Context: an optimization exercise on an open-source flow, tuned for small area, a short achievable clock period and few clock cycles per item. The choices shown serve that exercise and are no tape-out recipe. In this exercise RTL edits were held to simulation tests only and were not proved equivalent to the original. Power figures rest on the tool's default switching activity, not on a simulated workload.

## build 26
==> flow/design.v <==
module par_engine (
  input  wire        clk,
  input  wire        rst,
  input  wire        cmd_valid,
  output reg         cmd_ready,
  input  wire [1:0]  cmd_mode,     
  input  wire [4:0]  cmd_n,        
  input  wire [4:0]  cmd_a,        
  input  wire [4:0]  cmd_b,        
  input  wire [11:0] cmd_cols,     
  input  wire        in_valid,
  output reg         in_ready,
  input  wire [63:0] in_data,
  output reg         out_valid,
  input  wire        out_ready,
  output reg  [63:0] out_data,
  output reg         out_last
);
  localparam [1:0] M_GEN = 2'd0, M_UPD = 2'd1, M_REC = 2'd2;
  localparam [1:0] S_IDLE = 2'd0, S_DEC = 2'd1, S_SET = 2'd2, S_RUN = 2'd3;
  function automatic [7:0] mul_g(input [7:0] x);        
    mul_g = {x[6:0], 1'b0} ^ (x[7] ? 8'h1d : 8'h00);
  endfunction
  function automatic [7:0] mul_ginv(input [7:0] x);     
    mul_ginv = {1'b0, x[7:1]} ^ (x[0] ? 8'h8e : 8'h00);
  endfunction
  function automatic [63:0] mul_w(input [63:0] w, input [7:0] c);
    reg [7:0] cg [0:7];
    reg [7:0] acc;
    integer i, l;
    begin
      cg[0] = c;
      for (i = 1; i < 8; i = i + 1) cg[i] = mul_g(cg[i-1]);
      for (l = 0; l < 8; l = l + 1) begin
        acc = 8'h00;
        for (i = 0; i < 8; i = i + 1)
          if (w[8*l + i]) acc = acc ^ cg[i];
        mul_w[8*l +: 8] = acc;
      end
    end
  endfunction
  localparam [255:0] EXP_TAB = {
      8'hc0, 8'h60, 8'h30, 8'h18, 8'h0c, 8'h06, 8'h03, 8'h8f,
      8'hc9, 8'hea, 8'h75, 8'hb4, 8'h5a, 8'h2d, 8'h98, 8'h4c,
      8'h26, 8'h13, 8'h87, 8'hcd, 8'he8, 8'h74, 8'h3a, 8'h1d,
      8'h80, 8'h40, 8'h20, 8'h10, 8'h08, 8'h04, 8'h02, 8'h01};
  localparam [255:0] T_TAB = {
      8'h59, 8'h57, 8'h89, 8'hde, 8'haa, 8'hba, 8'h8e, 8'h02,
      8'hd2, 8'hb4, 8'he9, 8'hf2, 8'h63, 8'h26, 8'hdc, 8'h67,
      8'h8a, 8'hc0, 8'he4, 8'h85, 8'h74, 8'hfb, 8'ha9, 8'ha0,
      8'h54, 8'h5f, 8'hed, 8'h72, 8'h9d, 8'ha7, 8'hf4, 8'h00};
  function automatic [7:0] gf_exp(input [4:0] e);
    gf_exp = EXP_TAB[8*e +: 8];
  endfunction
  function automatic [7:0] tab_t(input [4:0] d);
    tab_t = T_TAB[8*d +: 8];
  endfunction
  reg [1:0]  state;
  reg [1:0]  mode;
  reg [4:0]  last_k;          
  reg [4:0]  lo, hi;          
  reg        go_set;          
  reg [1:0]  set_ph;          
  reg        pa_dt, pa_p, pa_q;   
  reg        pb_dt, pb_p, pb_q;   
  reg        p_swap;          
  reg        sx;              
  reg        dd;              
  reg        bq;              
  reg        c_first_r;       
  reg        c_two;           
  reg [11:0] cols_left;
  reg        col_last;        
  reg [7:0]  alpha, beta;
  reg [4:0]  k;
  reg [7:0]  s;               
  reg [63:0] w1;              
  reg        v1;              
  reg [7:0]  c1;              
  reg        a1;              
  reg        first1;          
  reg        last1;           
  reg [63:0] acc_a, acc_r;
  reg        full;            
  reg        f_first_r, f_sec_x, f_two, f_last;
  reg [63:0] sec_data;
  reg        sec_valid, sec_last;
  wire rec = (mode == M_REC);
  wire upd = (mode == M_UPD);
  wire cmd_fire = cmd_valid && cmd_ready;
  wire in_fire  = in_valid && in_ready;
  wire cap      = full && !out_valid;
  wire       w_lost  = rec && (k == lo || k == hi);
  wire [4:0] k1      = k + 5'd1;
  wire       w_data  = (mode == M_GEN) || (k1 < last_k);
  wire       w_p     = (mode != M_GEN) && (k1 == last_k);
  wire       w_last  = (k == last_k);
  wire [7:0] w_c     = w_lost ? 8'h00 :
                       w_data ? (s ^ beta) :
                       w_p    ? (upd ? 8'h00 : beta) :
                                (upd ? 8'h01 : alpha);
  wire        r_two   = rec && go_set;
  wire        r_swap  = r_two && p_swap;
  wire [4:0]  r_lo    = r_swap ? hi : lo;
  wire [4:0]  r_hi    = r_swap ? lo : hi;
  wire        r_lo_dt = r_swap ? pb_dt : pa_dt;
  wire        r_hi_p  = r_swap ? pa_p : pb_p;
  wire        r_hi_q  = r_swap ? pa_q : pb_q;
  wire        r_dd    = r_two && r_lo_dt && !r_hi_p && !r_hi_q;
  wire        r_sx    = r_two && r_lo_dt && !r_hi_q;
  wire        r_dq    = r_two && r_lo_dt && r_hi_q;
  wire        set_done = (set_ph == 2'd2) ? !sx : (set_ph == 2'd0) && !(sx && k != lo);
  wire        run_end  = in_fire && w_last && col_last;
  reg [1:0] state_nx;
  always @* begin
    state_nx = state;
    case (state)
      S_IDLE: if (cmd_fire) state_nx = S_DEC;
      S_DEC:  state_nx = go_set ? S_SET : S_RUN;
      S_SET:  if (set_done) state_nx = S_RUN;
      S_RUN:  if (run_end) state_nx = S_IDLE;
      default: state_nx = S_IDLE;
    endcase
  end
  wire full_nx      = (v1 && last1) ? 1'b1 : cap ? 1'b0 : full;
  wire out_valid_nx = cap ? 1'b1 :
                      (out_valid && out_ready && !sec_valid) ? 1'b0 : out_valid;
  wire run_nx       = (state == S_DEC && !go_set) || (state == S_SET && set_done) ||
                      (state == S_RUN && !run_end);
  always @(posedge clk) begin
    w1     <= in_data;
    c1     <= in_fire ? w_c : 8'h00;
    a1     <= in_fire && !w_lost && (w_data || w_p);
    first1 <= in_fire && (k == 5'd0);
    last1  <= w_last;
  end
  always @(posedge clk) begin
    acc_a <= (first1 ? 64'd0 : acc_a) ^ (a1 ? w1 : 64'd0);
    acc_r <= (first1 ? 64'd0 : acc_r) ^ mul_w(w1, c1);
    if (cap) begin
      out_data <= f_first_r ? acc_r : acc_a;
      sec_data <= f_sec_x ? (acc_a ^ acc_r) : acc_r;
    end else if (out_valid && out_ready && sec_valid) begin
      out_data <= sec_data;
    end
  end
  always @(posedge clk) begin
    if (rst) begin
      state     <= S_IDLE;
      cmd_ready <= 1'b1;
      in_ready  <= 1'b0;
      v1        <= 1'b0;
      full      <= 1'b0;
      out_valid <= 1'b0;
      out_last  <= 1'b0;
      sec_valid <= 1'b0;
    end else begin
      state     <= state_nx;
      cmd_ready <= (state == S_IDLE && !cmd_fire) || run_end;
      in_ready  <= run_nx && !((full_nx || (in_fire && w_last)) && out_valid_nx);
      v1        <= in_fire;
      full      <= full_nx;
      out_valid <= out_valid_nx;
      case (state)
        S_IDLE: if (cmd_fire) begin
          mode      <= cmd_mode;
          lo        <= cmd_a;
          hi        <= cmd_b;
          cols_left <= cmd_cols;
          col_last  <= (cmd_cols == 12'd1);
          go_set    <= (cmd_mode == M_UPD) || (cmd_mode == M_REC && cmd_b != 5'd31);
          last_k    <= (cmd_mode == M_GEN) ? cmd_n - 5'd1 :
                       (cmd_mode == M_UPD) ? 5'd3 : cmd_n + 5'd1;
          pa_dt     <= (cmd_a < cmd_n);
          pa_p      <= (cmd_a == cmd_n);
          pa_q      <= (cmd_a == cmd_n + 5'd1);
          pb_dt     <= (cmd_b < cmd_n);
          pb_p      <= (cmd_b == cmd_n);
          pb_q      <= (cmd_b == cmd_n + 5'd1);
          p_swap    <= (cmd_b < cmd_a);
        end
        S_DEC: begin
          lo        <= (rec || upd) ? r_lo : 5'd31;
          hi        <= r_two ? r_hi : 5'd31;
          set_ph    <= 2'd2;
          sx        <= r_sx;
          dd        <= r_dd;
          bq        <= upd || r_dq;
          c_two     <= !rec || r_two;
          c_first_r <= rec && (r_two ? r_sx : pa_q);
          alpha     <= upd ? 8'h00 : 8'h01;
          beta      <= 8'h00;
          k         <= 5'd0;
          s         <= upd ? 8'h00 : 8'h01;
        end
        S_SET: begin
          if (set_ph == 2'd2) begin
            if (bq) beta <= gf_exp(lo);
            if (dd) k    <= hi - lo;
            set_ph <= dd ? 2'd1 : 2'd0;
          end else if (set_ph == 2'd1) begin
            alpha  <= tab_t(k);
            beta   <= tab_t(k) ^ 8'h01;
            k      <= 5'd0;
            set_ph <= 2'd0;
          end else begin
            if (sx && k != lo) alpha <= mul_ginv(alpha);
            k <= set_done ? 5'd0 : k1;
          end
          s     <= alpha;
        end
        S_RUN: if (in_fire) begin
          k         <= w_last ? 5'd0 : k1;
          s         <= w_last ? alpha : mul_g(s);
          if (w_last) begin
            cols_left <= cols_left - 12'd1;
            col_last  <= (cols_left == 12'd2);
          end
        end
        default: ;
      endcase
      if (in_fire && w_last) begin
        f_first_r <= c_first_r;
        f_sec_x   <= sx;
        f_two     <= c_two;
        f_last    <= col_last;
      end
      if (cap) begin
        out_last  <= f_last && !f_two;
        sec_valid <= f_two;
        sec_last  <= f_last;
      end else if (out_valid && out_ready && sec_valid) begin
        out_last  <= sec_last;
        sec_valid <= 1'b0;
      end
    end
  end
endmodule
clock: 8.0 ns
lec_check: 0
cap_margin: 20
core_margin: 2
core_utilization: 55
cts_cluster_diameter: 100
cts_cluster_size: 20
slew_margin: 20
standard.sh (not shown) runs the stock make flow with config.mk's settings and CLKGATE_MAP_FILE= SYNTH_SCRIPT=/design/flow/synth_recipe.tcl, a recipe that flattens the netlist after the stock synthesis.
==> flow/flow/run.sh <==
#!/bin/bash
# Layout: the standard ORFS flow (standard.sh) with three changes:
#  - synthesis maps with an area-oriented ABC script (flow/abc_map_area.script,
#    used in place of ORFS's abc_speed.script; the rest of synthesis, and so
#    the registers, are unchanged),
#  - setup repair aimed at 5.7 ns of slack,
#  - the smallest buffer cell for the port buffers.
# make's output goes to make.log in this folder; ORFS keeps its per-step logs
# under orfs/logs.
set -euo pipefail
rm -rf scripts_abc
cp -r "$FLOW_HOME/scripts" scripts_abc
cp flow/abc_map_area.script scripts_abc/abc_speed.script
bash standard.sh SCRIPTS_DIR="$PWD/scripts_abc" SETUP_SLACK_MARGIN=5.7 \
  "BUFFER_PORTS_ARGS=-buffer_cell sky130_fd_sc_hd__buf_1" finish > make.log 2>&1
==> flow/flow/abc_map_area.script <==
strash
dch
map -a
topo
Testbench counts of build 26, summed over its fixed seeds: cycles 121,288, columns 10,233.
--- input diff build 26..build 69 ---
diff --git a/flow/flow/run.sh b/flow/flow/run.sh
--- a/flow/flow/run.sh
+++ b/flow/flow/run.sh
@@ -6 +6 @@
-#  - setup repair aimed at 5.7 ns of slack,
+#  - setup repair aimed at 5.4 ns of slack (a 2.6 ns period),
@@ -14 +14 @@
-bash standard.sh SCRIPTS_DIR="$PWD/scripts_abc" SETUP_SLACK_MARGIN=5.7 \
+bash standard.sh SCRIPTS_DIR="$PWD/scripts_abc" SETUP_SLACK_MARGIN=5.4 \
[summary]
- In the flow results for build 26 and build 69, the final non-filler cell total is larger on build 26.
- Delta(depth of the worst register-to-register path, build 69 - build 26) < 0
- Comparing the two runs side by side, build 69 comes out behind build 26 on worst hold slack after final layout.
- Taking build 26 as the reference, in build 69 die area comparable, final critical-path setup slack has increased, stage delay of the slowest cell on the critical path went down, final estimated routing congestion in global placement went down about 4.6%.
- Clock network area share in build 69 vs build 26: up 0.24 points
- First-iteration DRC count was lower in the run labelled build 69.
The following lists how build 70 was set up differently from build 69:
diff --git a/flow/flow/run.sh b/flow/flow/run.sh
--- a/flow/flow/run.sh
+++ b/flow/flow/run.sh
@@ -6 +6 @@
-#  - setup repair aimed at 5.4 ns of slack (a 2.6 ns period),
+#  - setup repair aimed at 6.0 ns of slack,
@@ -14 +14 @@
-bash standard.sh SCRIPTS_DIR="$PWD/scripts_abc" SETUP_SLACK_MARGIN=5.4 \
+bash standard.sh SCRIPTS_DIR="$PWD/scripts_abc" SETUP_SLACK_MARGIN=6.0 \
Findings:
Per the comparison of build 70 with build 69, worst setup slack before clock tree synthesis went up 0.21 ns; utilization went up 14 points. Power: build 70 draws more than build 69. In build 70 relative to build 69, number of multi-input combinational cells in the layout had gone up slightly. Compare build 69 and build 70 | share of power burned in the clock network higher: build 69. Worst setup slack sits lower in build 70 than in build 69.
For build 56, these inputs were changed with respect to build 70:
diff --git a/flow/flow/run.sh b/flow/flow/run.sh
--- a/flow/flow/run.sh
+++ b/flow/flow/run.sh
@@ -6 +6 @@
-#  - setup repair aimed at 6.0 ns of slack,
+#  - setup repair aimed at 5 ns of slack (a 3 ns period),
@@ -14 +14 @@
-bash standard.sh SCRIPTS_DIR="$PWD/scripts_abc" SETUP_SLACK_MARGIN=6.0 \
+bash standard.sh SCRIPTS_DIR="$PWD/scripts_abc" SETUP_SLACK_MARGIN=5 \
### Flow results
The flow did not stop early for build 70: all stages ran, and the layout cleared the timing, DRC and antenna checks. Build 56: flow completed, timing, DRC and antenna clean. Build 56 vs. build 70: setup slack decreased 0.091 ns; number of DRC violations after detailed-routing iteration 0 decreased 1373. Sort build 70 and build 56 by total power of the final layout, ascending, and build 56 comes first. As far as cell area after technology mapping goes, build 70 and build 56 are indistinguishable; the numbers are identical. Final hold slack in build 56 is 0.0081 ns lower than in build 70. Worst-case register-to-register setup slack in build 56 is 0.10 ns lower than in build 70. Cmp build 56 vs build 70: part of the total power dissipated in the clock network higher in build 56.

==> re-timing with driven ports <==
The results above use ideal ports. As a check the final layouts listed here were re-extracted and re-timed, cells and wires unchanged.
Step 1 assumes that a clkbuf_16 drives the clock port and a buf_2 every other input.
Step 2 adds t to the input delays and takes it off the output delays; t is the mean of the earliest and latest rising clock arrival at the registers after step 1. Input paths then give back, and output paths get back, about the clock's delay inside the block.
a / b / c = no drivers / after step 1 / after step 2; a / b = the first two.
run	shift t [ns]	setup slack, ns	worst slew at a driven data input, ns
build 26	0.631	5.201 / 5.141 / 5.028	0.08
build 69	0.627	5.234 / 5.175 / 4.906	0.06
build 70	0.663	5.174 / 5.113 / 4.994	0.08
build 56	0.635	5.083 / 5.080 / 4.492	0.06
After both steps setup and hold are still met in every run listed. For build 56, which loses most, drivers alone change the setup slack by -0.003 ns; drivers and shift together by -0.591 ns.
